From an optimization exercise on the open Yosys and OpenROAD flow, aimed at small area; shortcuts taken in it are not production practice.
Where RTL was checked, it was by simulation tests only, not by an equivalence proof against the original.
For run 2, only the layout was checked, not whether the RTL still works.

==> flow/design.v <==
module ce0_loop (
    input              clk,
    input              rst,
    input      [2:0]   phases,
    input              polarity,
    input      [223:0] i_coef,
    input      [31:0]  i_out_max,
    input      [31:0]  i_out_min,
    input      [159:0] s_coef,
    input      [31:0]  s_out_lim,
    input      [15:0]  d_min,
    input      [15:0]  d_max,
    input              close,
    input      [15:0]  pre_d,
    input              start,
    input      [15:0]  i_ref,
    input      [15:0]  i_str,
    input      [71:0]  iph,
    output             ready,
    output reg         done,
    output reg [95:0]  duty,
    output reg         sat_i,
    output reg         sat_share
);
    localparam ST_IDLE = 2'd0, ST_RUN = 2'd1, ST_CLR = 2'd2;
    reg [1:0] state;
    reg [3:0] tt;        
    reg       h;         
    reg [2:0] x;         
    reg [4:0] dc;        
    reg       fin_c;     
    reg       fin_s;     
    integer i, j;
    wire idle = (state == ST_IDLE);
    wire run  = (state == ST_RUN);
    wire clr  = (state == ST_CLR);
    wire cur  = (tt < 4'd7);
    wire [2:0] n_ph = (phases == 3'd7) ? 3'd6 : phases;
    reg [16:0] E [0:3];
    reg [15:0] U [0:2];
    reg [12:0] ex1 [0:5];
    reg [12:0] ex2 [0:5];
    reg [19:0] sx1 [0:5];
    reg [19:0] sx2 [0:5];
    reg [15:0] F [0:5];
    reg [52:0] acc;
    reg [14:0] dq;       
    reg [2:0]  dr;       
    wire act = run && !cur && (x < n_ph) && (n_ph >= 3'd2);
    wire fin = fin_c || fin_s;
    wire        sneg  = dq[14];
    wire        rlast = ({1'b0, dr} == {1'b0, n_ph} - 4'd1);
    wire [12:0] exnow = {F[0][11], F[0][11:0]} + ({1'b0, dq[11:0]} ^ {13{~sneg}}) + {12'd0, sneg ? rlast : 1'b1};
    reg [19:0] opnd;
    reg [31:0] coef;
    reg        neg;
    always @* begin
        case (tt)
            4'd0, 4'd1, 4'd2, 4'd3: opnd = {{2{E[0][16]}}, E[0], 1'b0};
            4'd4, 4'd5, 4'd6:       opnd = {4'd0, U[0]};
            4'd7:                   opnd = sx1[0];
            4'd8:                   opnd = sx2[0];
            4'd9:                   opnd = {{2{ex1[0][12]}}, ex1[0], 5'd0};
            4'd10:                  opnd = {{2{ex2[0][12]}}, ex2[0], 5'd0};
            default:                opnd = {{2{exnow[12]}}, exnow, 5'd0};
        endcase
        case (tt)
            4'd0:  coef = i_coef[0*32 +: 32];
            4'd1:  coef = i_coef[1*32 +: 32];
            4'd2:  coef = i_coef[2*32 +: 32];
            4'd3:  coef = i_coef[3*32 +: 32];
            4'd4:  coef = i_coef[4*32 +: 32];
            4'd5:  coef = i_coef[5*32 +: 32];
            4'd6:  coef = i_coef[6*32 +: 32];
            4'd7:  coef = s_coef[3*32 +: 32];
            4'd8:  coef = s_coef[4*32 +: 32];
            4'd9:  coef = s_coef[1*32 +: 32];
            4'd10: coef = s_coef[2*32 +: 32];
            default: coef = s_coef[0*32 +: 32];
        endcase
        if (tt <= 4'd3)      neg = polarity;
        else if (tt <= 4'd8) neg = 1'b1;
        else                 neg = ~polarity;
    end
    wire [33:0] cs = h ? {coef, 2'b00} : {{2{coef[31]}}, coef};
    wire [20:0] xo = {opnd, 1'b0};
    localparam [52:0] KSE = -((53'd1 << 34) + (53'd1 << 38) + (53'd1 << 42) + (53'd1 << 46) + (53'd1 << 50));
    reg  [52:0] row [0:5];
    reg  [2:0]  bt;
    reg         b1, b2, bn;
    reg  [34:0] br;
    reg  [52:0] nb;
    wire first = !h && (tt == 4'd0 || tt == 4'd7);
    always @* begin
        nb = KSE;
        for (j = 0; j < 5; j = j + 1) begin
            bt = xo[4*j + 2*h +: 3];
            b1 = bt[1] ^ bt[0];
            b2 = (bt[2] & ~bt[1] & ~bt[0]) | (~bt[2] & bt[1] & bt[0]);
            bn = bt[2] ^ neg;
            br = (({35{b1}} & {cs[33], cs}) | ({35{b2}} & {cs, 1'b0})) ^ {35{bn}};
            row[j] = {18'd0, ~br[34], br[33:0]} << (4*j);
            nb[4*j] = bn;
        end
        row[5] = nb;
    end
    function [105:0] csa(input [52:0] a, input [52:0] b, input [52:0] d);
        csa = {a ^ b ^ d, ((a & b) | (a & d) | (b & d)) << 1};
    endfunction
    wire [52:0]  acc_in = first ? 53'd0 : acc;
    wire [105:0] l1a = csa(row[0], row[1], row[2]);
    wire [105:0] l1b = csa(row[3], row[4], row[5]);
    wire [105:0] l2a = csa(l1a[105:53], l1a[52:0], l1b[105:53]);
    wire [105:0] l2b = csa(l1b[52:0], acc_in, l2a[52:0]);
    wire [105:0] l3  = csa(l2a[105:53], l2b[105:53], l2b[52:0]);
    wire [52:0]  acc_nxt = l3[105:53] + l3[52:0];
    wire signed [36:0] v = acc[52:16];
    wire signed [31:0] lim_hi = fin_c ? i_out_max : s_out_lim;
    wire hi = v > lim_hi;
    wire signed [31:0] lim_lo = fin_c ? i_out_min : ~s_out_lim;
    wire lo = fin_c ? (v < lim_lo) : (v <= lim_lo);
    wire [19:0] nlq = ~s_out_lim[31:12] + {19'd0, s_out_lim[11:0] == 12'd0};
    wire [19:0] q = hi ? lim_hi[31:12] : (lo ? (fin_c ? i_out_min[31:12] : nlq) : v[31:12]);
    wire signed [20:0] base = idle ? $signed({5'd0, pre_d}) : (fin_c ? 21'sd0 : $signed({5'd0, U[0]}));
    wire signed [20:0] qg   = (!idle && fin) ? $signed(q) : 21'sd0;
    wire signed [20:0] val  = base + qg;
    wire [15:0] dcl = (val > $signed({5'd0, d_max})) ? d_max :
                      ((val < $signed({5'd0, d_min})) ? d_min : val[15:0]);
    wire last_mac  = act && (tt == 4'd11) && h;
    wire inact_rot = run && !cur && !act && !fin && (x != 3'd6);
    wire sh_step   = last_mac || inact_rot;
    wire ring_step = sh_step || clr;
    wire tail_en   = fin_s || (inact_rot && x == 3'd0 && n_ph < 3'd2);
    wire [15:0] tail = tail_en ? dcl : 16'd0;
    wire sum_ph    = run && (dc < 5'd6);
    wire u_rot     = run && cur && h && (tt == 4'd4 || tt == 4'd5);
    assign ready = idle;
    wire [3:0]  dt  = {dr, dq[11]};
    wire        dge = dt >= {1'b0, n_ph};
    wire [3:0]  dd  = dt - {1'b0, n_ph};
    wire [13:0] dm  = dq[13:0] ^ {14{dq[14]}};
    always @(posedge clk) begin
        if (rst) begin
            state <= ST_IDLE;
            done  <= 1'b0;
            fin_c <= 1'b0;
            fin_s <= 1'b0;
            duty  <= 96'd0;
            sat_i <= 1'b0;
            sat_share <= 1'b0;
        end else begin
            done  <= 1'b0;
            fin_c <= run && cur && (tt == 4'd6) && h;
            fin_s <= last_mac;
            if (fin_c && (hi || lo))
                sat_i <= 1'b1;
            if (fin_s && (hi || lo))
                sat_share <= 1'b1;
            case (state)
                ST_IDLE: begin
                    if (close) begin
                        sat_i     <= 1'b0;
                        sat_share <= 1'b0;
                        x     <= 3'd0;
                        state <= ST_CLR;
                    end else if (start) begin
                        tt    <= 4'd0;
                        h     <= 1'b0;
                        x     <= 3'd0;
                        dc    <= 5'd0;
                        state <= ST_RUN;
                    end
                end
                ST_CLR: begin
                    x <= x + 3'd1;
                    if (x == 3'd5)
                        state <= ST_IDLE;
                end
                default: begin
                    if (dc != 5'd31)
                        dc <= dc + 5'd1;
                    if (cur) begin
                        h <= !h;
                        if (h) tt <= tt + 4'd1;
                    end else if (x == 3'd6) begin
                        duty  <= {tail, F[4], F[3], F[2], F[1], F[0]};
                        done  <= 1'b1;
                        state <= ST_IDLE;
                    end else if (sh_step) begin
                        tt <= 4'd7;
                        h  <= 1'b0;
                        x  <= x + 3'd1;
                    end else if (act) begin
                        h <= !h;
                        if (h) tt <= tt + 4'd1;
                    end
                end
            endcase
        end
        if (run)
            acc <= acc_nxt;
        if (idle && start)
            dq <= 15'd0;
        else if (sum_ph) begin
            if (dc[2:0] < n_ph)
                dq <= dq + {{3{F[0][11]}}, F[0][11:0]};
        end else if (run && dc == 5'd6) begin
            dq[13:0] <= dm;
            dr <= {1'b0, dm[13:12]};
        end else if (run && dc >= 5'd7 && dc <= 5'd18) begin
            dq[13:0] <= {dq[12:0], dge};
            dr <= dge ? dd[2:0] : dt[2:0];
        end
        if (idle && start)
            E[0] <= {i_ref[15], i_ref} - {i_str[15], i_str};
        else if ((run && cur && h && tt <= 4'd2) || clr) begin
            E[0] <= E[1];
            E[1] <= E[2];
            E[2] <= E[3];
            E[3] <= clr ? 17'd0 : E[0];
        end
        if (u_rot)
            U[0] <= U[1];
        else if (fin_c || (idle && close))
            U[0] <= dcl;
        if (u_rot || clr) begin
            U[1] <= U[2];
            U[2] <= U[0];
        end
        if (ring_step) begin
            for (i = 0; i < 5; i = i + 1) begin
                ex1[i] <= ex1[i+1];
                ex2[i] <= ex2[i+1];
                sx1[i] <= sx1[i+1];
                sx2[i] <= sx2[i+1];
            end
            ex1[5] <= act ? exnow : 13'd0;
            ex2[5] <= clr ? 13'd0 : ex1[0];
            sx2[5] <= clr ? 20'd0 : sx1[0];
        end
        if (ring_step || fin_s)
            sx1[5] <= fin_s ? q : 20'd0;
        if (idle && start) begin
            for (i = 0; i < 6; i = i + 1)
                F[i][11:0] <= iph[12*i +: 12];
        end else if (sum_ph || sh_step) begin
            for (i = 0; i < 5; i = i + 1)
                F[i] <= F[i+1];
            F[5] <= sum_ph ? F[0] : tail;
        end else if (fin_s)
            F[5] <= tail;
    end
endmodule
==> flow/run.sh <==
#!/bin/bash
# synth_recipe.tcl (not shown) runs the flow's synth.tcl, then flattens the netlist and writes it again
# the make line also repeats each setting of config.mk as NAME=value (left out here)
make -C /OpenROAD-flow-scripts/flow DESIGN_CONFIG=/design/flow/config.mk WORK_HOME=/design/flow/orfs CLKGATE_MAP_FILE= SYNTH_SCRIPT=/design/flow/synth_recipe.tcl finish
==> flow/config.mk <==
export PLATFORM = sky130hd
export DESIGN_NAME = ce0_loop
export DESIGN_NICKNAME = ce0_loop
export VERILOG_FILES = /design/flow/design.v
export SDC_FILE = /design/flow/constraint.sdc
export NUM_CORES = 4
export LEC_CHECK = 0
export CAP_MARGIN = 20
export CORE_MARGIN = 2
export CORE_UTILIZATION = 40
export SLEW_MARGIN = 20
==> flow/constraint.sdc <==
create_clock -name core_clock -period 17.0 [get_ports {clk}]
set_input_delay 3.4000 -clock core_clock [delete_from_list [all_inputs] [get_ports {clk}]]
set_output_delay 3.4000 -clock core_clock [all_outputs]
set_load 0.01 [all_outputs]
==> results.sh, run 1 <==
export IMPL_postLayoutSetupSlackWorst_ns=3.51
export IMPL_tritoncts_num_buffers=85
export IMPL_setup_reg_to_reg_worst_slack_ns=5.68
export IMPL_status="finished clean"
export IMPL_synth_edff_count=677
export IMPL_vias_per_cell=5.76
export IMPL_yosys_cell_count_top_type="edfxtp_1"
export IMPL_r2r_cells=34
export IMPL_synth_largest_area_cell="edfxtp_1"
export IMPL_crit_slowest_cell="nor2_1"
export IMPL_fill_count=11100
export IMPL_netlist_area_mm2=0.0496
export IMPL_wirelength_mm=195
export IMPL_r2r_start="fin_c"
export IMPL_synth_commonest_cells="677 x edfxtp_1, 569 x nand2_1, 341 x inv_1"
export IMPL_worst_ep_arrival_time_ns=13.91
export IMPL_cts_htree_levels=3
export IMPL_ys_types=92
export IMPL_clock_sink_count=795
export IMPL_setup_viol=0
export IMPL_postSynth_asyncResetShare=0
export IMPL_cts_repair_resizes=0
export IMPL_cts_hold_buf=0
export IMPL_ant_nets=0
export IMPL_antenna_found_initial=31
export IMPL_cts_root_buffer="clkbuf_16"
export IMPL_global_route_overflow_total=0
export IMPL_top_post_synthesis_cells_by_area="edfxtp_1 41%, ha_1 7.7%, fa_1 5.5%"
export IMPL_critPathCaptureType="flip-flop"
export IMPL_synth_nets=5833
export IMPL_num_rows=129
export IMPL_hp_class="flip-flop to flip-flop"
export IMPL_syn_inst=4749
export IMPL_floorplan_io_pins=740
export IMPL_cts_post_setup_buffers_inserted=0
export IMPL_first_iter_violations=4620
export IMPL_starting_density=0.402
export IMPL_cts_tree="built"
export IMPL_yosys_area_top_type_share=0.410
export IMPL_cts_buffer_depth=3
export IMPL_worstSkewPairLatency_ns=0.68
export IMPL_setup_repair_after_global_routing_missed_its_margin="no"
export IMPL_worstHoldEndpoint="sx1[1][5]"
export IMPL_syn_area_per_cell_um2=10.4
export IMPL_synth_seq_area_share=0.458
export IMPL_fin_skew_ns=0.0420
export IMPL_yosys_most_used_dff="edfxtp_1"
export IMPL_hold_path_startpoint="sx1[2][5]"
export IMPL_chipHeight_um=356
export IMPL_synth_yosys_warnings=9
export IMPL_chipWidth_um=356
export IMPL_maximum_number_of_pins_on_one_net_before_global_route_repair=188
export IMPL_required_time_at_the_worst_slack_endpoint_ns=17.42
export IMPL_post_route_min_period_ns=13.49
export IMPL_hold_violations=0
export IMPL_drive_gt1_frac=0.0608
export IMPL_gp_routability_congestion=0.966
export IMPL_relSlewSlack=0.205
export IMPL_crit_reg2reg_capture="U[0][7]"
export IMPL_vias=40800
export IMPL_clkTransAtPathRegs_ns=0.06
export IMPL_worst_setup_path_start_kind="primary input"
export IMPL_grtUsageTotal=0.298
export IMPL_placement_io_buffers=739
export IMPL_worstSetupPathType="primary input to flip-flop"
export IMPL_firstDrtPassIters=8
export IMPL_fp_dieArea_mm2=0.127
export IMPL_finalNetCount=6449
export IMPL_synth_seq_cells=795
export IMPL_critical_path_max_stage_delay_ns=0.85
export IMPL_max_slew_worst_pin_slew_ns=1.19
export IMPL_drt_wirelength_per_cell_um=27.5
export IMPL_crit_buf_inv=4
export IMPL_drt_drc_violations_left=0
export IMPL_grt_pass1_vias=39300
export IMPL_timing_max_transition_violations_final=0
export IMPL_achievable_freq_mhz=74.1
export IMPL_path_delay_family="compound AO/OA/AOI/OAI gates"
export IMPL_min_delay_path_depth=0
export IMPL_fin_setup_tns_ns=0
export IMPL_grt_pass1_wl_mm=274
export IMPL_max_cap_violations=0
export IMPL_post_place_ws_ns=2.99
export IMPL_hpwl_detailed_mm=148
export IMPL_synthToLayoutAreaGrowth_pct=24.7
export IMPL_critical_path_max_fanout=16
export IMPL_core_region_area_mm2=0.123
export IMPL_timing_final_crit_share=0.794
final cells by class:
cell class                 instances  area (um2)  area share
clock inverter                    43         748      0.0121
timing repair buffer             820        8010       0.130
sequential                       795       22700       0.367
tap                             1637        2050      0.0331
clock buffer                     111        2300      0.0371
antenna                           13        32.5    0.000526
inverter                         342        1280      0.0208
multi-input combinational       3321       24700       0.400
cells by family after synthesis:
kind of cell / count (synthesis) / synth area share
xor gates and xnor gates: 304 / 0.0538
muxes: 116 / 0.0252
AOI/OAI and AO/OA: 1228 / 0.165
adders and majority gates: 459 / 0.136
and+or+nand+nor: 1214 / 0.114
buffers and inverters: 633 / 0.0491
DFF: 795 / 0.458
layout by cell type (no fill, tap or decap), types with 70 or more instances in the layout:
cell type	count
a21o_1	74
a21oi_1	280
a22oi_1	139
and2_1	108
buf_4	79
clkbuf_16	86
clkdlybuf4s50_1	738
dfxtp_1	117
edfxtp_1	677
fa_1	137
ha_1	307
inv_1	341
nand2_1	567
nand3_1	70
nor2_1	190
o21ai_0	204
o22ai_1	140
xnor2_1	189
xor2_1	108
metrics by stage:
stage / hold WS [ns] / utilization / cells / area [um2]
floorplan: 0.400 / - / 4749 / 49600
global placement: 0.400 / 0.476 / 6914 / 58700
detailed placement: 0.405 / 0.476 / 6914 / 58700
CTS: 0.377 / 0.501 / 7068 / 61800
global route: 0.389 / 0.501 / 7077 / 61800
finish: 0.388 / 0.501 / 7082 / 61800
how the worst max path moves through the flow:
stage / slack (ns) / start / endpoint / cells after the start
2_1_floorplan: 3.61 / phases[1] / ex1[0][0] / 8
3_3_place_gp: 3.06 / phases[1] / acc[52] / 41
3_5_place_dp: 2.99 / phases[1] / acc[52] / 41
4_1_cts: 3.68 / phases[1] / acc[52] / 41
5_1_grt: 2.95 / phases[1] / acc[52] / 41
6_report: 3.51 / phases[1] / acc[52] / 41
registers in the layout, summed over array words and instances (netlist names):
name       flops
E             68
F             96
U             48
acc           53
dc             5
done           1
dq            15
dr             3
duty          96
ex1           78
ex2           78
fin_c          1
fin_s          1
h              1
sat_i          1
sat_share      1
state          2
sx1          120
sx2          120
tt             4
x              3
worst reg2reg max path, delay by kind of cell, from the launching register on:
family | cells | cell delay (ns)
and+or+nand+nor | 8 | 1.65
muxes | 2 | 1.08
buffers and inverters | 3 | 1.12
DFF | 1 | 0.77
AOI/OAI and AO/OA | 17 | 5.20
adders and majority gates | 3 | 1.03
xor gates and xnor gates | 1 | 0.25
per-layer routing:
| metal | share of wire | GRT usage | wire length (um) | vias to the layer above |
|---|---|---|---|---|
| met5 | 0.00051 | 0 | 99 | - |
| met4 | 0.041 | 0.111 | 7910 | 14 |
| met3 | 0.089 | 0.0595 | 17300 | 322 |
| met2 | 0.44 | 0.455 | 85600 | 1973 |
| met1 | 0.43 | 0.419 | 83800 | 20000 |
| li1 | - | - | - | 18500 |
==> inputs of run 2 (changes only) <==
--- a/flow/design.v
+++ b/flow/design.v
@@ -115,17 +115,30 @@
     wire [105:0] l3  = csa(l2a[105:53], l2b[105:53], l2b[52:0]);
     wire [52:0]  acc_nxt = l3[105:53] + l3[52:0];
     wire signed [36:0] v = acc[52:16];
+    function cmpc(input [36:0] a, input [36:0] b, input ci);
+        integer k;
+        reg c, ak, bk;
+        begin
+            c = ci;
+            for (k = 0; k < 37; k = k + 1) begin
+                ak = (k == 36) ? ~a[k] : a[k];
+                bk = (k == 36) ? b[k] : ~b[k];
+                c  = (ak & bk) | (ak & c) | (bk & c);
+            end
+            cmpc = c;
+        end
+    endfunction
     wire signed [31:0] lim_hi = fin_c ? i_out_max : s_out_lim;
-    wire hi = v > lim_hi;
+    wire hi = cmpc(v, {{5{lim_hi[31]}}, lim_hi}, 1'b0);
     wire signed [31:0] lim_lo = fin_c ? i_out_min : ~s_out_lim;
-    wire lo = fin_c ? (v < lim_lo) : (v <= lim_lo);
+    wire lo = ~cmpc(v, {{5{lim_lo[31]}}, lim_lo}, fin_c);
     wire [19:0] nlq = ~s_out_lim[31:12] + {19'd0, s_out_lim[11:0] == 12'd0};
     wire [19:0] q = hi ? lim_hi[31:12] : (lo ? (fin_c ? i_out_min[31:12] : nlq) : v[31:12]);
     wire signed [20:0] base = idle ? $signed({5'd0, pre_d}) : (fin_c ? 21'sd0 : $signed({5'd0, U[0]}));
     wire signed [20:0] qg   = (!idle && fin) ? $signed(q) : 21'sd0;
     wire signed [20:0] val  = base + qg;
-    wire [15:0] dcl = (val > $signed({5'd0, d_max})) ? d_max :
-                      ((val < $signed({5'd0, d_min})) ? d_min : val[15:0]);
+    wire [15:0] dcl = cmpc({{16{val[20]}}, val}, {21'd0, d_max}, 1'b0) ? d_max :
+                      (~cmpc({{16{val[20]}}, val}, {21'd0, d_min}, 1'b1) ? d_min : val[15:0]);
     wire last_mac  = act && (tt == 4'd11) && h;
     wire inact_rot = run && !cur && !act && !fin && (x != 3'd6);
     wire sh_step   = last_mac || inact_rot;
==> flow/flow/run.sh (new file) <==
#!/bin/bash
# Layout flow: the standard ORFS flow with these changes.
#  - Synthesis is the standard one, but ABC maps the logic with an
#    area-oriented script (flow/abc_area.script); registers are untouched.
#  - Port buffers are the smallest buffer cell (buf_1).
#  - Clock tree built from small clock buffers, without dummy loads.
# The make output goes to flow.log; ORFS keeps each step's log in orfs/logs.
set -euo pipefail
W=$PWD
F=$W/flow
cat > $W/my_synth.tcl <<EOS
proc abc {args} {
  set i [lsearch -exact \$args -script]
  if {\$i >= 0} { set args [lreplace \$args [expr {\$i + 1}] [expr {\$i + 1}] $F/abc_area.script] }
  yosys abc {*}\$args
}
source $W/synth_recipe.tcl
EOS
sed "s|SYNTH_SCRIPT=[^ ]*|SYNTH_SCRIPT=$W/my_synth.tcl|" standard.sh > my_standard.sh
grep -q "SYNTH_SCRIPT=$W/my_synth.tcl" my_standard.sh
export BUFFER_PORTS_ARGS="-buffer_cell sky130_fd_sc_hd__buf_1"
export CTS_ARGS="-sink_clustering_enable -repair_clock_nets -dont_use_dummy_load -buf_list {sky130_fd_sc_hd__clkbuf_4 sky130_fd_sc_hd__clkbuf_8}"
bash my_standard.sh > flow.log 2>&1
==> flow/flow/abc_area.script (new file) <==
strash
&get -n
&fraig -x
&put
scorr
dc2
strash
&get -n
&syn2
&dch -f
&nf
&st
&syn2
&dch -f
&nf
&put
topo
dnsize -c
stime -c
==> flow/standard.sh (new file) <==
#!/bin/bash
# synth_recipe.tcl (not shown) runs the flow's synth.tcl, then flattens the netlist and writes it again
# the make line also repeats each setting of config.mk as NAME=value (left out here)
make -C /OpenROAD-flow-scripts/flow DESIGN_CONFIG=/design/flow/config.mk WORK_HOME=/design/flow/orfs CLKGATE_MAP_FILE= SYNTH_SCRIPT=/design/flow/synth_recipe.tcl "${@:-finish}"
removed: flow/run.sh
==> run 2 against run 1 <==
  * Still clean on timing, DRC and antenna
  * Design area is 15% lower
  * Register-to-register slack got worse by 2.5 ns
  * Non-clock buffer count increased by 28
  * Setup slack got worse by 2.2 ns
  * Wire length decreased by 17%
  * Global-route usage down 2.2 points
  * Fmax decreased by 14%
  * Clock skew is 0.043 ns higher
  * Critical endpoint is now F[5][0]
  * Largest cell class is now registers
  * Highest routed layer unchanged
==> results.sh, run 2 <==
export IMPL_status="finished clean"
export IMPL_setup_reg_to_reg_worst_slack_ns=3.16
export IMPL_synth_seq_area_share=0.507
export IMPL_max_cap_violations=0
export IMPL_fin_setup_tns_ns=0
export IMPL_chipHeight_um=339
export IMPL_final_common_cell="buf_1"
export IMPL_synth_edff_count=677
export IMPL_drt_drc_violations_left=0
export IMPL_synth_yosys_warnings=9
export IMPL_tritoncts_num_buffers=135
export IMPL_post_route_min_period_ns=15.72
export IMPL_worstSkewPairLatency_ns=0.81
export IMPL_postSynth_asyncResetShare=0
export IMPL_cts_root_buffer="clkbuf_8"
export IMPL_hp_class="flip-flop to flip-flop"
export IMPL_crit_slowest_cell="fa_1"
export IMPL_ant_nets=0
export IMPL_cts_hold_buf=0
export IMPL_vias=36300
export IMPL_cts_tree="built"
export IMPL_cts_buffer_depth=3
export IMPL_cts_htree_levels=4
export IMPL_fin_skew_ns=0.0854
export IMPL_syn_area_per_cell_um2=11.2
export IMPL_firstDrtPassIters=8
export IMPL_path_delay_family="adder cells"
export IMPL_placement_io_buffers=739
export IMPL_setup_repair_after_global_routing_missed_its_margin="no"
export IMPL_syn_inst=4002
export IMPL_synth_largest_area_cell="edfxtp_1"
export IMPL_yosys_cell_count_top_type="edfxtp_1"
export IMPL_synth_seq_cells=795
export IMPL_critical_path_max_stage_delay_ns=0.48
export IMPL_core_region_area_mm2=0.111
export IMPL_layout_cells_most_common_list="738 x buf_1, 677 x edfxtp_1, 403 x nand2_1"
export IMPL_starting_density=0.404
export IMPL_synth_commonest_cells="677 x edfxtp_1, 405 x nand2_1, 390 x nor2_1"
export IMPL_critical_path_most_common_cell="maj3_1"
export IMPL_timing_max_transition_violations_final=0
export IMPL_cts_post_setup_buffers_inserted=0
export IMPL_drive_gt1_frac=0.0586
export IMPL_worstSetupPathType="primary input to flip-flop"
export IMPL_critical_path_max_fanout=16
export IMPL_hold_violations=0
export IMPL_drt_wirelength_per_cell_um=24.9
export IMPL_finalNetCount=5967
export IMPL_netlist_area_mm2=0.0448
export IMPL_yosys_most_used_dff="edfxtp_1"
export IMPL_reg_top3="sx1 (120), sx2 (120)"
export IMPL_worst_ep_arrival_time_ns=16.22
export IMPL_fp_dieArea_mm2=0.115
export IMPL_first_iter_violations=3877
export IMPL_clock_sink_count=795
export IMPL_antenna_found_initial=43
export IMPL_ys_types=56
export IMPL_top_post_synthesis_cells_by_area="edfxtp_1 45%, fa_1 6.1%, ha_1 5.7%"
export IMPL_achievable_freq_mhz=63.6
export IMPL_clkTransAtPathRegs_ns=0.06
export IMPL_maximum_number_of_pins_on_one_net_before_global_route_repair=105
export IMPL_grt_pass1_vias=35400
export IMPL_gp_routability_congestion=0.948
export IMPL_global_route_overflow_total=0
export IMPL_required_time_at_the_worst_slack_endpoint_ns=17.50
export IMPL_setup_viol=0
export IMPL_crit_buf_inv=3
export IMPL_yosys_area_top_type_share=0.454
export IMPL_timing_final_crit_share=0.925
export IMPL_hpwl_detailed_mm=123
export IMPL_synth_nets=4982
export IMPL_grtUsageTotal=0.276
export IMPL_final_core_utilization=0.473
export IMPL_max_slew_worst_pin_slew_ns=1.18
export IMPL_floorplan_io_pins=740
export IMPL_relSlewSlack=0.208
export IMPL_num_rows=122
export IMPL_wirelength_mm=162
export IMPL_critPathCaptureType="flip-flop"
export IMPL_worst_setup_path_start_kind="primary input"
export IMPL_synthToLayoutAreaGrowth_pct=17.1
export IMPL_cts_repair_resizes=0
export IMPL_vias_per_cell=5.58
export IMPL_chipWidth_um=339
export IMPL_grt_pass1_wl_mm=234
==> run 2: cell types whose count changed in the layout (fill, tap and decap cells not counted), sizes merged, moves of 53 or more <==
cell,previous run,this run
clkinv,27,306
buf,81,847
a21o,74,21
o22ai,141,17
clkdlybuf4s50,738,0
nor2,193,390
nand2,569,405
ha,307,203
a22oi,140,232
inv,342,1
==> run 2: final timing paths <==
| path | from | to | depth (start not counted) |
|---|---|---|---|
| worst max-delay path | s_out_lim[1] | F[5][0] | 56 |
| worst min-delay path | sx1[5][3] | sx1[4][3] | 0 |
| worst max register to register | fin_c | F[5][0] | 54 |
| worst min register to register | sx1[5][3] | sx1[4][3] | 0 |
==> run 2: area by class of cell <==
type | count | area, um2
sequential | 795 | 22700
multi-input combinational | 2900 | 21200
fill | 10500 | 58400
antenna | 28 | 70.1
timing repair buffer | 848 | 3600
inverter | 307 | 1150
clock buffer | 135 | 1860
tap | 1488 | 1860
==> run 2: logic make-up after synthesis <==
| family | count (synthesis) | synth area share |
|---|---|---|
| AOI/OAI and AO/OA | 1046 | 0.156 |
| xor gates and xnor gates | 305 | 0.0597 |
| adders and majority gates | 371 | 0.125 |
| buffers and inverters | 307 | 0.0257 |
| DFF | 795 | 0.507 |
| muxes | 82 | 0.0188 |
| and+or+nand+nor | 1096 | 0.108 |
==> run 2: stage by stage <==
step,area (um2),worst slack [ns],hold slack (ns),cells
floorplan,44800,0.278,0.400,4002
global placement,50500,0.481,0.401,6337
detailed placement,50500,0.515,0.405,6337
CTS,52300,1.34,0.368,6472
global route,52400,0.703,0.371,6486
finish,52400,1.28,0.373,6501
==> run 2: layer usage <==
layer	routed length, um	up-vias	part of all wire	global-route usage
met3	14700	342	0.091	0.0636
li1	-	16700	-	-
met4	7410	22	0.046	0.121
met1	64800	17600	0.40	0.356
met2	74500	1655	0.46	0.443
met5	147	-	0.00091	0
==> inputs of run 3 (changes only) <==
--- a/flow/design.v
+++ b/flow/design.v
@@ -123,7 +123,7 @@
             for (k = 0; k < 37; k = k + 1) begin
                 ak = (k == 36) ? ~a[k] : a[k];
                 bk = (k == 36) ? b[k] : ~b[k];
-                c  = (ak & bk) | (ak & c) | (bk & c);
+                c  = (ak & bk) | ((ak | bk) & c);
             end
             cmpc = c;
         end
--- a/flow/flow/run.sh
+++ b/flow/flow/run.sh
@@ -19,5 +19,5 @@
 sed "s|SYNTH_SCRIPT=[^ ]*|SYNTH_SCRIPT=$W/my_synth.tcl|" standard.sh > my_standard.sh
 grep -q "SYNTH_SCRIPT=$W/my_synth.tcl" my_standard.sh
 export BUFFER_PORTS_ARGS="-buffer_cell sky130_fd_sc_hd__buf_1"
-export CTS_ARGS="-sink_clustering_enable -repair_clock_nets -dont_use_dummy_load -buf_list {sky130_fd_sc_hd__clkbuf_4 sky130_fd_sc_hd__clkbuf_8}"
+export CTS_ARGS="-sink_clustering_enable -repair_clock_nets -dont_use_dummy_load -buf_list {sky130_fd_sc_hd__clkbuf_4} -sink_clustering_size 8 -sink_clustering_max_diameter 50"
 bash my_standard.sh > flow.log 2>&1
==> flow/flow/abc_area.script (replaced) <==
strash
&get -n
&fraig -x
&put
scorr
dc2
strash
&get -n
&deepsyn -T 120
&dch -f
&nf -R 1000
&put
topo
dnsize -c
stime -c
==> run 3 against run 2 <==
  * Fmax up 0.30%
  * Still clean on timing, DRC and antenna
  * Non-clock buffer count up 6
  * Register-to-register slack lost 0.09 ns
==> results.sh, run 3 <==
export IMPL_ys_types=57
export IMPL_antenna_found_initial=40
export IMPL_critical_path_max_stage_delay_ns=0.84
export IMPL_path_delay_family="compound AO/OA/AOI/OAI gates"
export IMPL_cts_post_setup_buffers_inserted=0
export IMPL_syn_inst=3709
export IMPL_final_common_cell="buf_1"
export IMPL_instance_area_at_placement_mm2=0.0495
export IMPL_num_rows=121
export IMPL_maximum_number_of_pins_on_one_net_before_global_route_repair=85
export IMPL_yosys_area_top_type_share=0.463
export IMPL_vias=35700
export IMPL_postLayoutSetupSlackWorst_ns=1.32
export IMPL_relSlewSlack=0.211
export IMPL_required_time_at_the_worst_slack_endpoint_ns=17.76
export IMPL_stdcell_count=6123
export IMPL_tritoncts_num_buffers=119
export IMPL_firstDrtPassIters=8
export IMPL_worstSkewPairLatency_ns=1.01
export IMPL_critPathCaptureType="flip-flop"
export IMPL_postSynth_asyncResetShare=0
export IMPL_drt_drc_violations_left=0
export IMPL_cts_hold_buf=0
export IMPL_grt_pass1_wl_mm=236
export IMPL_cts_htree_levels=3
export IMPL_fin_skew_ns=0.181
export IMPL_dp_cells=5977
export IMPL_first_iter_violations=3961
export IMPL_synth_largest_area_cell="edfxtp_1"
export IMPL_cts_tree="built"
export IMPL_setup_reg_to_reg_worst_slack_ns=3.07
export IMPL_stdcell_area_mm2=0.0505
export IMPL_gp_routability_congestion=0.959
export IMPL_synth_seq_cells=795
export IMPL_post_place_ws_ns=-0.175
export IMPL_worst_ep_arrival_time_ns=16.44
export IMPL_setup_viol=0
export IMPL_syn_area_per_cell_um2=11.8
export IMPL_core_region_area_mm2=0.109
export IMPL_drive_gt1_frac=0.0602
export IMPL_critical_path_most_common_cell="a221oi_1"
export IMPL_synthToLayoutAreaGrowth_pct=15.0
export IMPL_cts_repair_resizes=0
export IMPL_layout_cells_most_common_list="738 x buf_1, 677 x edfxtp_1, 326 x clkinv_1"
export IMPL_fill_count=10300
export IMPL_fp_dieArea_mm2=0.112
export IMPL_vias_per_cell=5.83
export IMPL_fin_setup_tns_ns=0
export IMPL_max_slew_worst_pin_slew_ns=1.18
export IMPL_clock_sink_count=795
export IMPL_chipHeight_um=335
export IMPL_crit_slowest_cell="nor2_1"
export IMPL_chipWidth_um=335
export IMPL_hp_class="flip-flop to flip-flop"
export IMPL_worst_setup_path_start_kind="primary input"
export IMPL_top_post_synthesis_cells_by_area="edfxtp_1 46%, fa_1 6.2%, ha_1 5.8%"
export IMPL_synth_yosys_warnings=9
export IMPL_reg_top3="sx1 (120), sx2 (120)"
export IMPL_critical_path_max_fanout=15
export IMPL_placement_io_buffers=739
export IMPL_starting_density=0.403
export IMPL_netlist_area_mm2=0.0439
export IMPL_max_cap_violations=0
export IMPL_ant_nets=0
export IMPL_hpwl_detailed_mm=131
export IMPL_wirelength_mm=168
export IMPL_timing_max_transition_violations_final=0
export IMPL_grt_pass1_vias=33900
export IMPL_floorplan_io_pins=740
export IMPL_synth_nets=4689
export IMPL_grtUsageTotal=0.291
export IMPL_global_route_overflow_total=0
export IMPL_yosys_cell_count_top_type="edfxtp_1"
export IMPL_cts_root_buffer="clkbuf_4"
export IMPL_clkTransAtPathRegs_ns=0.09
export IMPL_synth_commonest_cells="677 x edfxtp_1, 328 x clkinv_1, 321 x nor2_1"
export IMPL_cts_buffer_depth=3
export IMPL_setup_repair_after_global_routing_missed_its_margin="no"
export IMPL_timing_final_crit_share=0.922
export IMPL_finalNetCount=5664
export IMPL_status="finished clean"
export IMPL_synth_seq_area_share=0.517
export IMPL_total_area_of_multi_input_combinational_cells_mm2=0.0202
export IMPL_layout_area_seq_mm2=0.0227
export IMPL_yosys_most_used_dff="edfxtp_1"
export IMPL_post_route_min_period_ns=15.68
export IMPL_crit_buf_inv=4
export IMPL_hold_violations=0
export IMPL_achievable_freq_mhz=63.8
export IMPL_worstSetupPathType="primary input to flip-flop"
export IMPL_synth_edff_count=677
export IMPL_drt_wirelength_per_cell_um=27.5
[run 3: routing by layer]
metal | vias to the layer above | wire length, um | global-route usage
met3 | 308 | 16200 | 0.0719
met4 | 32 | 5190 | 0.0909
met2 | 1804 | 78200 | 0.463
met5 | - | 208 | 0
met1 | 17600 | 68600 | 0.390
li1 | 16000 | - | -
[run 3: final cells by class]
type	instances	area share
Sequential cell	795	0.449
Multi-Input combinational cell	2586	0.400
Timing Repair Buffer	854	0.0720
Tap cell	1414	0.0350
Inverter	328	0.0244
Clock buffer	119	0.0177
Antenna cell	27	0.00134
[run 3: final timing paths]
path / start / endpoint / depth (start not counted)
max: s_out_lim[3] / F[5][13] / 60
min: sx1[3][9] / sx1[2][9] / 0
max reg2reg: fin_c / F[5][13] / 59
min reg2reg: sx1[3][9] / sx1[2][9] / 0
[run 3: per-stage QoR]
step | util | hold slack (ns)
CTS | 0.463 | 0.372
floorplan | - | 0.400
finish | 0.464 | 0.379
global route | 0.464 | 0.381
detailed placement | 0.455 | 0.405
global placement | 0.455 | 0.400
[run 3: cell families after synthesis]
| logic type | after synthesis | share of synthesized area |
|---|---|---|
| adders and majority gates | 357 | 0.124 |
| AOI/OAI and AO/OA | 1029 | 0.168 |
| xor gates and xnor gates | 297 | 0.0592 |
| DFF | 795 | 0.517 |
| muxes | 52 | 0.0124 |
| buffers and inverters | 328 | 0.0280 |
| and+or+nand+nor | 851 | 0.0914 |
[run 3: worst register-to-register path, delay by kind of cell, from the launching register on]
family / cells / cell delay (ns)
AO/OA/AOI/OAI: 34 / 6.28
XOR/XNOR: 1 / 0.23
adder cells (fa/ha/maj): 9 / 3.28
buffers and inverters: 4 / 0.90
flip-flops: 1 / 0.45
AND/OR/NAND/NOR: 11 / 2.66
==> inputs of run 4 (changes only) <==
--- a/flow/design.v
+++ b/flow/design.v
@@ -210,8 +210,7 @@
                 end
             endcase
         end
-        if (run)
-            acc <= acc_nxt;
+        acc <= acc_nxt;
         if (idle && start)
             dq <= 15'd0;
         else if (sum_ph) begin
==> run 4 against run 3 <==
  * Still clean
  * Global-route usage is 1.1 points lower
  * Via count is 1.5% lower
  * Count of clock-buffer cells in the layout is 2 lower
  * Synthesized area is 1.6% lower
  * Fmax is 2.5% lower
  * Clock skew is 0.066 ns lower
  * Setup slack worse by 0.40 ns
  * Utilization is 0.091 points lower
  * First-iteration DRC count is 6.8% lower
  * Sequential share of layout area is 0.23 points lower
  * Critical endpoint is now F[5][11]
  * Highest routed layer unchanged
==> results.sh, run 4 <==
export IMPL_timing_final_crit_share=0.946
export IMPL_status="finished clean"
export IMPL_hold_violations=0
export IMPL_syn_inst=3765
export IMPL_setup_worst_path_start="s_out_lim[1]"
export IMPL_critical_path_max_stage_delay_ns=0.79
export IMPL_synth_commonest_cells="624 x edfxtp_1, 366 x nor2_1, 332 x clkinv_1"
export IMPL_hp_class="flip-flop to flip-flop"
export IMPL_synth_yosys_warnings=9
export IMPL_worst_ep_arrival_time_ns=16.88
export IMPL_chipWidth_um=333
export IMPL_cts_buffer_depth=3
export IMPL_num_rows=120
export IMPL_r2r_cells=57
export IMPL_clkTransAtPathRegs_ns=0.09
export IMPL_clock_sink_count=795
export IMPL_synth_edff_count=624
export IMPL_finalNetCount=5695
export IMPL_layout_cells_most_common_list="739 x buf_1, 624 x edfxtp_1, 361 x nor2_1"
export IMPL_final_common_cell="buf_1"
export IMPL_cts_root_buffer="clkbuf_4"
export IMPL_setup_repair_after_global_routing_missed_its_margin="no"
export IMPL_required_time_at_the_worst_slack_endpoint_ns=17.81
export IMPL_cts_hold_buf=0
export IMPL_achievable_freq_mhz=62.2
export IMPL_global_route_overflow_total=0
export IMPL_critical_path_max_fanout=15
export IMPL_vias=35100
export IMPL_hold_path_startpoint="sx2[5][4]"
export IMPL_tritoncts_num_buffers=117
export IMPL_cts_tree="built"
export IMPL_grt_pass1_vias=34500
export IMPL_reg_top3="sx1 (120), sx2 (120)"
export IMPL_fp_dieArea_mm2=0.111
export IMPL_grtUsageTotal=0.280
export IMPL_floorplan_io_pins=740
export IMPL_crit_slowest_cell="nor2_1"
export IMPL_setup_viol=0
export IMPL_relSlewSlack=0.236
export IMPL_worstSetupPathType="primary input to flip-flop"
export IMPL_max_cap_violations=0
export IMPL_critPathCaptureType="flip-flop"
export IMPL_netlist_area_mm2=0.0432
export IMPL_stdcell_area_mm2=0.0496
export IMPL_core_region_area_mm2=0.107
export IMPL_firstDrtPassIters=9
export IMPL_maximum_number_of_pins_on_one_net_before_global_route_repair=94
export IMPL_ant_nets=0
export IMPL_max_slew_worst_pin_slew_ns=1.13
export IMPL_hpwl_detailed_mm=121
export IMPL_placement_io_buffers=739
export IMPL_top_post_synthesis_cells_by_area="edfxtp_1 43%, dfxtp_1 7.9%, fa_1 6.3%"
export IMPL_yosys_most_used_dff="edfxtp_1"
export IMPL_antenna_found_initial=33
export IMPL_ys_types=55
export IMPL_syn_area_per_cell_um2=11.5
export IMPL_critical_path_most_common_cell="maj3_1"
export IMPL_worstSkewPairLatency_ns=0.98
export IMPL_yosys_area_top_type_share=0.434
export IMPL_final_core_utilization=0.463
export IMPL_r2r_start="fin_c"
export IMPL_vias_per_cell=5.73
export IMPL_yosys_cell_count_top_type="edfxtp_1"
export IMPL_synth_nets=4745
export IMPL_synthToLayoutAreaGrowth_pct=14.7
export IMPL_drive_gt1_frac=0.0535
export IMPL_starting_density=0.404
export IMPL_grt_pass1_wl_mm=230
export IMPL_fill_count=10100
export IMPL_fin_skew_ns=0.114
export IMPL_chipHeight_um=333
export IMPL_min_delay_path_depth=0
export IMPL_cts_htree_levels=3
export IMPL_instance_area_at_placement_mm2=0.0486
export IMPL_synth_seq_cells=795
export IMPL_first_iter_violations=3690
export IMPL_timing_max_transition_violations_final=0
export IMPL_wirelength_mm=158
export IMPL_gp_routability_congestion=0.983
export IMPL_synth_seq_area_share=0.513
export IMPL_hold_worst_slack_ns=0.365
export IMPL_drt_wirelength_per_cell_um=25.7
export IMPL_worst_setup_path_start_kind="primary input"
export IMPL_drt_drc_violations_left=0
export IMPL_fin_setup_tns_ns=0
export IMPL_synth_largest_area_cell="edfxtp_1"
export IMPL_post_route_min_period_ns=16.08
export IMPL_postSynth_asyncResetShare=0
run 4: cell types whose count changed in the layout (fill, tap and decap cells not counted), sizes merged, moves of 53 or more:
cell,before,now
edfxtp,677,624
xor2,79,21
dfxtp,118,171
a22oi,214,105
o22ai,80,161
xnor2,218,275
run 4: timing repair:
| item | CTS | global route |
|---|---|---|
| gates resized for setup | 0 | 14 |
| endpoints found under the hold margin | 0 | 0 |
| setup buffers | 0 | 0 |
| setup endpoints to repair | 0 | 3 |
run 4: cell families after synthesis:
logic type | synth area share
xor+xnor | 0.0600
mux | 0.00805
compound gates | 0.171
simple gates | 0.0930
buf+inv | 0.0288
flops | 0.513
fa+ha+maj | 0.127
run 4: per-layer routing:
metal  share of wire  up-vias  wire length, um  GRT usage
met4           0.042       32             6690      0.106
li1                -    16000                -          -
met3           0.088      328            13800     0.0623
met1            0.42    17100            65900      0.378
met5          0.0013        -              207          0
met2            0.45     1737            71200      0.440
run 4: final timing paths:
kind | end | slack, ns
worst min register to register | sx2[4][4] | 0.36
worst min-delay path | sx2[4][4] | 0.36
worst max register to register | F[5][11] | 2.40
worst max-delay path | F[5][11] | 0.92
run 4: critical path: cells and delay by family:
family / cells / cell delay (ns)
adder cells (fa/ha/maj): 14 / 5.31
AO/OA/AOI/OAI: 30 / 6.01
AND/OR/NAND/NOR: 7 / 1.46
buffers and inverters: 4 / 0.67
run 4: area by class of cell:
cell class                 count  area, um2  area share
sequential                   795      22200       0.447
clock buffer                 117        878      0.0177
multi-input combinational   2638      20000       0.404
inverter                     332       1250      0.0251
tap                         1403       1760      0.0354
timing repair buffer         831       3480      0.0702
antenna                       17       42.5    0.000858
run 4: metrics by stage:
step,instances,setup WS (ns)
after floorplan,3765,0.0183
after global placement,5998,0.216
after detailed placement,5999,0.119
after CTS,6116,0.970
after global routing,6123,0.0247
final,6133,0.922
==> inputs of run 5 (changes only) <==
--- a/flow/config.mk
+++ b/flow/config.mk
@@ -8,4 +8,5 @@
 export CAP_MARGIN = 20
 export CORE_MARGIN = 2
 export CORE_UTILIZATION = 40
+export GPL_TIMING_DRIVEN = 0
 export SLEW_MARGIN = 20
==> run 5 against run 4 <==
  * Cell count barely moved
  * Via count fell by 0.85%
  * Design area rose by 1.8%
  * Clock skew rose by 0.0056 ns
  * Die area did not move
  * Synthesized cell count did not move
  * Count of clock-buffer cells in the layout rose by 1
  * Still clean
  * Critical endpoint is now F[5][6]
  * Wire length fell by 1.8%
  * Fmax fell by 1.6%
==> results.sh, run 5 <==
export IMPL_required_time_at_the_worst_slack_endpoint_ns=17.67
export IMPL_final_common_cell="buf_1"
export IMPL_worst_setup_path_start_kind="primary input"
export IMPL_synth_yosys_warnings=9
export IMPL_placement_io_buffers=739
export IMPL_layout_area_seq_mm2=0.0222
export IMPL_hold_path_startpoint="sx1[3][8]"
export IMPL_gp_routability_congestion=0.958
export IMPL_yosys_area_top_type_share=0.434
export IMPL_achievable_freq_mhz=61.2
export IMPL_max_slew_worst_pin_slew_ns=1.19
export IMPL_critical_path_max_fanout=21
export IMPL_synthToLayoutAreaGrowth_pct=16.8
export IMPL_r2r_cells=58
export IMPL_hp_class="flip-flop to flip-flop"
export IMPL_yosys_cell_count_top_type="edfxtp_1"
export IMPL_tritoncts_num_buffers=118
export IMPL_synth_seq_area_share=0.513
export IMPL_drive_gt1_frac=0.0611
export IMPL_drt_drc_violations_left=0
export IMPL_hold_violations=0
export IMPL_reg_top3="sx1 (120), sx2 (120)"
export IMPL_relSlewSlack=0.205
export IMPL_crit_reg2reg_capture="F[5][6]"
export IMPL_chipWidth_um=333
export IMPL_worstSetupPathType="primary input to flip-flop"
export IMPL_top_post_synthesis_cells_by_area="edfxtp_1 43%, dfxtp_1 7.9%, fa_1 6.3%"
export IMPL_synth_commonest_cells="624 x edfxtp_1, 366 x nor2_1, 332 x clkinv_1"
export IMPL_firstDrtPassIters=10
export IMPL_post_route_min_period_ns=16.33
export IMPL_grtUsageTotal=0.274
export IMPL_num_rows=120
export IMPL_crit_slowest_cell="a221oi_1"
export IMPL_chipHeight_um=333
export IMPL_max_cap_violations=0
export IMPL_setup_repair_after_global_routing_missed_its_margin="no"
export IMPL_grt_pass1_wl_mm=224
export IMPL_stdcell_area_mm2=0.0505
export IMPL_ant_nets=0
export IMPL_cts_tree="built"
export IMPL_fin_skew_ns=0.120
export IMPL_vias_per_cell=5.68
export IMPL_maximum_number_of_pins_on_one_net_before_global_route_repair=63
export IMPL_antenna_found_initial=46
export IMPL_critical_path_most_common_cell="maj3_1"
export IMPL_timing_max_transition_violations_final=0
export IMPL_worst_ep_arrival_time_ns=17.01
export IMPL_vias=34800
export IMPL_fill_count=10100
export IMPL_postSynth_asyncResetShare=0
export IMPL_first_iter_violations=3724
export IMPL_min_delay_path_depth=0
export IMPL_grt_pass1_vias=33800
export IMPL_finalNetCount=5681
export IMPL_r2r_start="fin_c"
export IMPL_hpwl_detailed_mm=121
export IMPL_wirelength_mm=155
export IMPL_timing_final_crit_share=0.961
export IMPL_global_route_overflow_total=0
export IMPL_yosys_most_used_dff="edfxtp_1"
export IMPL_floorplan_io_pins=740
export IMPL_total_area_of_multi_input_combinational_cells_mm2=0.0203
export IMPL_cts_root_buffer="clkbuf_4"
export IMPL_starting_density=0.404
export IMPL_cts_htree_levels=3
export IMPL_critPathCaptureType="flip-flop"
export IMPL_syn_inst=3765
export IMPL_worstSkewPairLatency_ns=0.97
export IMPL_instance_area_at_placement_mm2=0.0491
export IMPL_synth_nets=4745
export IMPL_ys_types=55
export IMPL_syn_area_per_cell_um2=11.5
export IMPL_netlist_area_mm2=0.0432
export IMPL_status="finished clean"
export IMPL_core_region_area_mm2=0.107
export IMPL_setup_reg_to_reg_worst_slack_ns=2.29
export IMPL_worstHoldEndpoint="sx1[2][8]"
export IMPL_synth_largest_area_cell="edfxtp_1"
export IMPL_synth_seq_cells=795
export IMPL_layout_cells_most_common_list="738 x buf_1, 624 x edfxtp_1, 356 x nor2_1"
export IMPL_drt_wirelength_per_cell_um=25.3
export IMPL_setup_worst_path_start="s_out_lim[1]"
export IMPL_clock_sink_count=795
export IMPL_setup_viol=0
export IMPL_critical_path_max_stage_delay_ns=0.77
export IMPL_cts_buffer_depth=3
export IMPL_clkTransAtPathRegs_ns=0.10
export IMPL_fp_dieArea_mm2=0.111
export IMPL_cts_hold_buf=0
export IMPL_synth_edff_count=624
## run 5: cell counts after synthesis
Identical to the previous run, type by type.
## run 5: kinds of logic after synthesis
family                     after synthesis  synth area share
DFF                                    795             0.513
buffers and inverters                  332            0.0288
AOI/OAI and AO/OA                     1053             0.171
muxes                                   34           0.00805
xor gates and xnor gates               296            0.0600
and+or+nand+nor                        895            0.0930
adders and majority gates              360             0.127
## run 5: stage by stage
| step | std cells | TNS [ns] | setup slack, ns | hold WS, ns | utilization |
|---|---|---|---|---|---|
| 3_3_place_gp | 5907 | -988.12 | -3.93 | 0.400 | 0.446 |
| 5_1_grt | 6120 | 0 | 0.0365 | 0.362 | 0.471 |
| 3_5_place_dp | 5965 | -92.16 | -2.10 | 0.405 | 0.459 |
| 2_1_floorplan | 3765 | 0 | 0.0183 | 0.400 | - |
| 6_report | 6139 | 0 | 0.666 | 0.372 | 0.471 |
| 4_1_cts | 6084 | 0 | 0.0386 | 0.366 | 0.468 |
## run 5: timing repair
action                                  CTS  global route
pin swaps                                 1             9
resized for setup                        23            40
endpoints found under the setup margin   54            54
hold endpoints to repair                  0             0
setup buffers                             1            18
## run 5: area by class of cell
type                    count  share of cell area
flip-flops and latches    795               0.439
repair buffers            816              0.0794
multi-input cells        2638               0.402
clock buffers             118              0.0176
inverters                 332              0.0252
diodes                     37             0.00183
well taps                1403              0.0348
## run 5: worst max path at each step
stage                     slack (ns)      end  cells past startpoint
final                           0.67  F[5][6]                     58
after global routing            0.04  acc[51]                     74
after CTS                       0.04  acc[52]                     68
after detailed placement       -2.10  acc[52]                     68
after global placement         -3.93  acc[52]                     71
after floorplan                 0.02  acc[52]                     70
## run 5: worst max-delay path, delay by kind of cell
kind	cells	cell delay (ns)
adders and majority gates	15	5.50
buffers and inverters	3	0.32
AOI/OAI and AO/OA	31	5.84
and+or+nand+nor	9	1.92
## run 5: metal layers
metal	routed length [um]	GRT usage	up-vias
met1	65000	0.370	17000
met3	13100	0.0644	301
met2	70000	0.423	1525
li1	-	-	16000
met5	163	0	-
met4	6770	0.114	24
==> inputs of run 6 (changes only) <==
--- a/flow/design.v
+++ b/flow/design.v
@@ -210,7 +210,8 @@
                 end
             endcase
         end
-        acc <= acc_nxt;
+        if (run)
+            acc <= acc_nxt;
         if (idle && start)
             dq <= 15'd0;
         else if (sum_ph) begin
==> flow/config.mk (replaced) <==
export PLATFORM = sky130hd
export DESIGN_NAME = ce0_loop
export DESIGN_NICKNAME = ce0_loop
export VERILOG_FILES = /design/flow/design.v
export SDC_FILE = /design/flow/constraint.sdc
export NUM_CORES = 4
export LEC_CHECK = 0
export CAP_MARGIN = 10
export CORE_MARGIN = 2
export CORE_UTILIZATION = 55
export SLEW_MARGIN = 10
==> run 6 against run 5 <==
  * Still clean
  * Cell count decreased by 5.7%
  * Synthesized area increased by 1.6%
  * Largest cell class unchanged
  * Critical endpoint is now acc[52]
  * Sequential share of layout area increased by 1.2 points
  * Critical path type unchanged
  * Register-to-register slack improved by 0.42 ns
  * Critical path depth increased by 14
  * Highest routed layer unchanged
==> results.sh, run 6 <==
export IMPL_status="finished clean"
export IMPL_grt_pass1_vias=35000
export IMPL_synth_yosys_warnings=9
export IMPL_num_rows=103
export IMPL_finalNetCount=5697
export IMPL_drt_drc_violations_left=0
export IMPL_postSynth_asyncResetShare=0
export IMPL_antenna_found_initial=39
export IMPL_reg_top3="sx1 (120), sx2 (120)"
export IMPL_path_delay_family="compound AO/OA/AOI/OAI gates"
export IMPL_setup_repair_after_global_routing_missed_its_margin="no"
export IMPL_postLayoutSetupSlackWorst_ns=1.17
export IMPL_grt_pass1_wl_mm=230
export IMPL_cts_hold_buf=0
export IMPL_r2r_cells=69
export IMPL_critical_path_most_common_cell="a21oi_1"
export IMPL_global_route_overflow_total=0
export IMPL_grtUsageTotal=0.387
export IMPL_critical_path_max_stage_delay_ns=0.66
export IMPL_yosys_cell_count_top_type="edfxtp_1"
export IMPL_chipHeight_um=287
export IMPL_post_route_min_period_ns=15.83
export IMPL_cts_tree="built"
export IMPL_fp_dieArea_mm2=0.0821
export IMPL_worstSetupPathType="primary input to flip-flop"
export IMPL_fin_setup_tns_ns=0
export IMPL_crit_reg2reg_capture="acc[52]"
export IMPL_placement_io_buffers=739
export IMPL_post_place_ws_ns=0.0933
export IMPL_max_cap_violations=0
export IMPL_timing_final_crit_share=0.931
export IMPL_maximum_number_of_pins_on_one_net_before_global_route_repair=189
export IMPL_first_iter_violations=3751
export IMPL_layout_cells_most_common_list="738 x buf_1, 677 x edfxtp_1, 326 x clkinv_1"
export IMPL_setup_viol=0
export IMPL_cts_post_setup_buffers_inserted=0
export IMPL_gp_routability_congestion=1.04
export IMPL_achievable_freq_mhz=63.2
export IMPL_cts_root_buffer="clkbuf_4"
export IMPL_dp_cells=5646
export IMPL_clkTransAtPathRegs_ns=0.09
export IMPL_cts_htree_levels=3
export IMPL_critical_path_max_fanout=6
export IMPL_stdcell_area_mm2=0.0503
export IMPL_floorplan_io_pins=740
export IMPL_worst_setup_path_start_kind="primary input"
export IMPL_synth_seq_cells=795
export IMPL_hp_class="flip-flop to flip-flop"
export IMPL_syn_area_per_cell_um2=11.8
export IMPL_tritoncts_num_buffers=119
export IMPL_setup_reg_to_reg_worst_slack_ns=2.71
export IMPL_chipWidth_um=287
export IMPL_stdcell_count=5789
export IMPL_max_slew_worst_pin_slew_ns=1.24
export IMPL_clock_sink_count=795
export IMPL_cts_repair_resizes=0
export IMPL_synth_seq_area_share=0.517
export IMPL_timing_max_transition_violations_final=0
export IMPL_cts_buffer_depth=3
export IMPL_ys_types=57
export IMPL_critPathCaptureType="flip-flop"
export IMPL_hold_path_startpoint="ex2[1][3]"
export IMPL_starting_density=0.556
export IMPL_fin_skew_ns=0.175
export IMPL_yosys_area_top_type_share=0.463
export IMPL_synth_commonest_cells="677 x edfxtp_1, 328 x clkinv_1, 321 x nor2_1"
export IMPL_drt_wirelength_per_cell_um=27.8
export IMPL_synth_nets=4689
export IMPL_wirelength_mm=161
export IMPL_required_time_at_the_worst_slack_endpoint_ns=17.65
export IMPL_hold_violations=0
export IMPL_min_delay_path_depth=0
export IMPL_syn_inst=3709
export IMPL_instance_area_at_placement_mm2=0.0493
export IMPL_netlist_area_mm2=0.0439
export IMPL_crit_slowest_cell="o21ai_0"
export IMPL_worstHoldEndpoint="ex2[0][3]"
export IMPL_vias=36100
export IMPL_worstSkewPairLatency_ns=0.96
export IMPL_hpwl_detailed_mm=122
export IMPL_synth_largest_area_cell="edfxtp_1"
export IMPL_final_common_cell="buf_1"
export IMPL_synth_edff_count=677
export IMPL_synthToLayoutAreaGrowth_pct=14.6
export IMPL_yosys_most_used_dff="edfxtp_1"
export IMPL_core_region_area_mm2=0.0790
export IMPL_ant_nets=0
export IMPL_firstDrtPassIters=9
export IMPL_top_post_synthesis_cells_by_area="edfxtp_1 46%, fa_1 6.2%, ha_1 5.8%"
export IMPL_r2r_start="tt[1]"
export IMPL_crit_buf_inv=8
export IMPL_vias_per_cell=6.24
export IMPL_worst_ep_arrival_time_ns=16.49
export IMPL_drive_gt1_frac=0.0653
export IMPL_relSlewSlack=0.175
## run 6: cell types whose count changed in the layout (fill, tap and decap cells not counted), sizes merged, moves of 25 or more
cell,delta
nor2,-45
nand2,-41
dfxtp,-53
edfxtp,+53
buf,+71
xnor2,-57
a22oi,+109
o21ai,-44
o22ai,-81
xor2,+58
a221oi,-25
## run 6: cell families (layout without fill, tap and decap cells)
logic type,count (synthesis),in the layout,share of synthesized area
AND/OR/NAND/NOR,851,851,0.0914
AO/OA/AOI/OAI,1029,1029,0.168
XOR/XNOR,297,297,0.0592
buffers and inverters,328,1334,0.0280
multiplexers,52,52,0.0124
other,0,24,0
adder cells (fa/ha/maj),357,357,0.124
flip-flops,795,795,0.517
## run 6: per-stage QoR
| step | util | hold slack (ns) |
|---|---|---|
| final | 0.637 | 0.315 |
| after global routing | 0.636 | 0.308 |
| after CTS | 0.636 | 0.288 |
| after detailed placement | 0.624 | 0.405 |
| after global placement | 0.624 | 0.400 |
| after floorplan | - | 0.400 |
## run 6: worst max path at each step
| stage | start | end | slack (ns) | depth (start not counted) |
|---|---|---|---|---|
| 5_1_grt | phases[1] | acc[52] | 0.02 | 71 |
| 3_3_place_gp | phases[1] | acc[52] | 0.33 | 71 |
| 3_5_place_dp | phases[1] | acc[52] | 0.09 | 72 |
| 2_1_floorplan | phases[1] | acc[52] | 0.06 | 67 |
| 4_1_cts | phases[1] | acc[52] | 1.04 | 72 |
| 6_report | phases[1] | acc[52] | 1.17 | 72 |
## run 6: final cells by class
cell class	instances	area [um2]
Inverter	328	1230
Multi-Input combinational cell	2586	20200
Timing Repair Buffer	887	3920
Tap cell	1050	1310
Clock buffer	119	893
Sequential cell	795	22700
Antenna cell	24	60.1
Fill cell	6465	28700
## run 6: per-layer routing
layer  vias to the layer above  routed length (um)  part of all wire  GRT usage
li1                      16000                   -                 -          -
met1                     17400               58900              0.37      0.470
met2                      2106               72200              0.45      0.591
met3                       544               17500              0.11      0.125
met4                        30               12200             0.075      0.261
met5                         -                 181            0.0011          0

## static timing again, ports no longer ideal
The flow's constraints put no driver on any port. The routed layouts listed below were extracted and timed again, unchanged, in two steps.
Step 1 sets driving cells, clkbuf_16 on the clock port and buf_2 on the other inputs (assumed; they add their load-dependent delay and slew).
Step 2 adds t to the input delays and takes it off the output delays; t is the mean of the earliest and latest rising clock arrival at the registers after step 1. Input paths then give back, and output paths get back, about the clock's delay inside the block.
Three values: no drivers, after step 1, after step 2; two values: the first two.
run | t (ns) | setup WS [ns] | worst setup path at the end
run 1 | 0.732 | 3.509 / 3.487 / 2.755 | input to register
run 2 | 0.842 | 1.277 / 1.326 / 0.485 | input to register
run 3 | 0.994 | 1.324 / 1.346 / 0.352 | input to register
run 4 | 0.999 | 0.922 / 0.968 / -0.031 | input to register
run 5 | 0.980 | 0.666 / 0.714 / -0.265 | input to register
run 6 | 0.938 | 1.168 / 1.182 / 0.244 | input to register
With both steps, setup timing fails in run 4 and run 5, where it was met with ideal ports. For run 3, which loses most, drivers alone change the setup slack by +0.022 ns; drivers and shift together by -0.972 ns.
